This design comes from an exercise in tuning for small area on the open sky130 flow, not from production work. Where RTL was checked, it was by simulation tests only, not by an equivalence proof against the original. Power is estimated from default activity; no workload was simulated.

// sinc4_decim
module sinc4_decim (
    input  wire         clk,
    input  wire         rst,
    input  wire   [1:0] osr_sel,
    input  wire   [7:0] inv,
    input  wire [255:0] offset,      
    input  wire  [30:0] ovr_lim,
    input  wire         bit_valid,
    input  wire   [7:0] bits,
    output reg          out_valid,
    output wire   [2:0] out_ch,
    output reg   [31:0] out_data,
    output reg          out_ovr
);
For scale: roughly 3,600 cells after synthesis, about 350 I/O pins, ~40,000 µm² of cells after synthesis.
export LEC_CHECK = 0
export CAP_MARGIN = 10
export CORE_MARGIN = 2
export CORE_UTILIZATION = 65
export PLACE_DENSITY = 0.8
export SLEW_MARGIN = 10
create_clock -name core_clock -period 20.0 [get_ports {clk}]
standard.sh (not shown) runs the stock make flow with config.mk's settings and CLKGATE_MAP_FILE= SYNTH_SCRIPT=/design/flow/synth_recipe.tcl, a recipe that flattens the netlist after the stock synthesis.
==> flow/flow/run.sh <==
#!/bin/bash
# The standard layout (standard.sh), with two changes: the port buffers are
# the smallest buffer cell, and clock tree synthesis uses small clock
# buffers, larger sink clusters and no dummy loads.
set -euo pipefail
export BUFFER_PORTS_ARGS="-buffer_cell sky130_fd_sc_hd__buf_1"
export CTS_ARGS="-sink_clustering_enable -repair_clock_nets -dont_use_dummy_load -buf_list {sky130_fd_sc_hd__clkbuf_8} -sink_clustering_size 16 -sink_clustering_max_diameter 100"
bash standard.sh > standard.log 2>&1
Change:
- ABC_AREA: default -> 1
Effect:
- flip-flop and latch count is unchanged
- combinational power goes down by roughly a tenth
- clock skew stays flat

## lane 1
Another version of the RTL of sinc4_decim (not shown whole).
Size: roughly 3,600 cells after synthesis, ~1,000 flip-flops, roughly 350 I/O pins, ~40,000 um2 of cells after synthesis.
==> flow/config.mk <==
export PLATFORM = sky130hd
export DESIGN_NAME = sinc4_decim
export DESIGN_NICKNAME = sinc4_decim
export VERILOG_FILES = /design/flow/design.v
export SDC_FILE = /design/flow/constraint.sdc
export NUM_CORES = 4
export LEC_CHECK = 0
export CAP_MARGIN = 20
export CORE_MARGIN = 2
export CORE_UTILIZATION = 55
export PLACE_DENSITY = 0.7
export SLEW_MARGIN = 20
==> flow/constraint.sdc <==
create_clock -name core_clock -period 20.0 [get_ports {clk}]
set_input_delay 4.0000 -clock core_clock [delete_from_list [all_inputs] [get_ports {clk}]]
set_output_delay 4.0000 -clock core_clock [all_outputs]
set_load 0.01 [all_outputs]
==> flow/flow/run.sh <==
#!/bin/bash
# The standard layout (standard.sh), with two changes: the port buffers are
# the smallest buffer cell, and clock tree synthesis uses small clock
# buffers, larger sink clusters and no dummy loads.
set -euo pipefail
export BUFFER_PORTS_ARGS="-buffer_cell sky130_fd_sc_hd__buf_1"
export CTS_ARGS="-sink_clustering_enable -repair_clock_nets -dont_use_dummy_load -buf_list {sky130_fd_sc_hd__clkbuf_4 sky130_fd_sc_hd__clkbuf_8} -sink_clustering_size 20"
bash standard.sh > standard.log 2>&1
[inputs] lane 3 vs lane 1
==> flow/flow/run.sh <==
#!/bin/bash
# The standard layout (standard.sh), with two changes: the port buffers are
# the smallest buffer cell, and clock tree synthesis uses small clock
# buffers, larger sink clusters and no dummy loads.
set -euo pipefail
export BUFFER_PORTS_ARGS="-buffer_cell sky130_fd_sc_hd__buf_1"
export CTS_ARGS="-sink_clustering_enable -repair_clock_nets -dont_use_dummy_load -buf_list {sky130_fd_sc_hd__clkbuf_8} -sink_clustering_size 18 -sink_clustering_max_diameter 100"
bash standard.sh > standard.log 2>&1
-- flow/config.mk --
<<< lane 1, line 7
export LEC_CHECK = 0
export CAP_MARGIN = 20
export CORE_MARGIN = 2
export CORE_UTILIZATION = 55
export PLACE_DENSITY = 0.7
export SLEW_MARGIN = 20
>>> lane 3, line 7
export LEC_CHECK = 0
export CAP_MARGIN = 10
export CORE_MARGIN = 2
export CORE_UTILIZATION = 65
export PLACE_DENSITY = 0.8
export SLEW_MARGIN = 10
Notes after the runs:
- Lane 3 has completed all stages; timing, DRC and antenna checks passed.
- | first-pass GRT wire length | lane 1 vs lane 3 | ≈ equal |
- Fraction of met3 tracks used by global routing: lane 3 > lane 1
- Routed wirelength normalized by instance count grows by a few percent when moving from lane 1 to lane 3.
- Diff lane 1 -> lane 3 | number of nets in the final layout | down slightly
- Compared with lane 1, lane 3 shows a headroom to the max-slew limit that is 4.2 points lower.
- The lower estimated wirelength of the detail-placed design of lane 3 and lane 1 is in lane 1.
- Between lane 1 and lane 3, the flow reports final instance area decreasing by a few percent.
- Row slew at the pin with the worst max-slew slack: lane 3 higher / lane 1 lower
- Comparing lane 1 against lane 3, there is no change at all in count of input and output buffers.
- Lane 1 -> lane 3: area of the mapped netlist delta 0, exact match

Another version of the RTL of sinc4_decim (not shown whole).
// sinc4_decim
module sinc4_decim (
    input  wire         clk,
    input  wire         rst,
    input  wire   [1:0] osr_sel,
    input  wire   [7:0] inv,
    input  wire [255:0] offset,      
    input  wire  [30:0] ovr_lim,
    input  wire         bit_valid,
    input  wire   [7:0] bits,
    output reg          out_valid,
    output reg    [2:0] out_ch,
    output reg   [31:0] out_data,
    output reg          out_ovr
);
Settings: LEC_CHECK=0, CAP_MARGIN=20, CORE_MARGIN=2, CORE_UTILIZATION=55, PLACE_DENSITY=0.7, SLEW_MARGIN=20; clock period 20.0 ns.
==> flow/flow/run.sh <==
#!/bin/bash
# The standard layout (standard.sh), with two changes: the port buffers are
# the smallest buffer cell, and clock tree synthesis uses small clock
# buffers, larger sink clusters and no dummy loads.
set -euo pipefail
export BUFFER_PORTS_ARGS="-buffer_cell sky130_fd_sc_hd__buf_1"
export CTS_ARGS="-sink_clustering_enable -repair_clock_nets -dont_use_dummy_load -buf_list {sky130_fd_sc_hd__clkbuf_4 sky130_fd_sc_hd__clkbuf_8} -sink_clustering_size 20"
bash standard.sh > standard.log 2>&1
The baseline went through all stages and came out clean.
Rerun with:
==> flow/run.sh (new file) <==
#!/bin/bash
# synth_recipe.tcl (not shown) runs the flow's synth.tcl, then flattens the netlist and writes it again
# the make line also repeats each setting of config.mk as NAME=value (left out here)
make -C /OpenROAD-flow-scripts/flow DESIGN_CONFIG=/design/flow/config.mk WORK_HOME=/design/flow/orfs CLKGATE_MAP_FILE= SYNTH_SCRIPT=/design/flow/synth_recipe.tcl finish
--- a/flow/config.mk
+++ b/flow/config.mk
@@ -9,4 +9,4 @@
 export CORE_MARGIN = 2
-export CORE_UTILIZATION = 55
-export PLACE_DENSITY = 0.7
+export CORE_UTILIZATION = 40
+export PLACE_DENSITY = 0.6
 export SLEW_MARGIN = 20
removed: flow/flow/run.sh
removed: flow/standard.sh
What happened: Final cell count went up by 9.3%. Fmax falls by 0.65%. Die area rose by 37%. Power climbs by 12%. Final area went up by 10%. Sequential share of layout area went down by 4.2 points. Hold slack barely changes. Worst setup slack is worse by 0.13 ns.
Function was not checked in any run of this note: the RTL went through the layout flow alone.

## re-timing with driven ports
Ports are ideal in the flow. The routed layouts listed here were re-timed in OpenROAD.
Step 1 (the two cells are an assumption about what drives the block):
set clk [get_ports {clk}]
set_driving_cell -lib_cell sky130_fd_sc_hd__clkbuf_16 $clk
set_driving_cell -lib_cell sky130_fd_sc_hd__buf_2 [delete_from_list [all_inputs] $clk]
Step 2 moves the port delays by t, midway between the first and last clock arrival at a register: inputs arrive t later, outputs are due t later. That takes back most of the time a late clock gives input paths.
Three values: ideal ports, drivers, drivers and shift; two values: the first two.
run	t (ns)	setup slack, ns	worst setup path after step 2	worst register clock-pin slew, ns
the first run of note 1	0.736	1.042 / 1.070 / 0.334	input to register	0.12 / 0.12
the second run of note 1	0.736	0.953 / 0.972 / 0.236	input to register	0.11 / 0.11
lane 1	0.833	1.135 / 1.162 / 0.329	input to register	0.07 / 0.07
lane 3	0.767	0.854 / 0.857 / 0.090	input to register	0.12 / 0.12
the first run of note 3	0.831	0.652 / 0.691 / -0.140	input to register	0.06 / 0.06
the second run of note 3	0.752	0.525 / 0.574 / -0.178	input to register	0.07 / 0.07
With both steps, setup timing fails in the first run of note 3 and the second run of note 3, where it was met with ideal ports. For lane 1, which loses most, drivers alone change the setup slack by +0.027 ns; drivers and shift together by -0.806 ns.
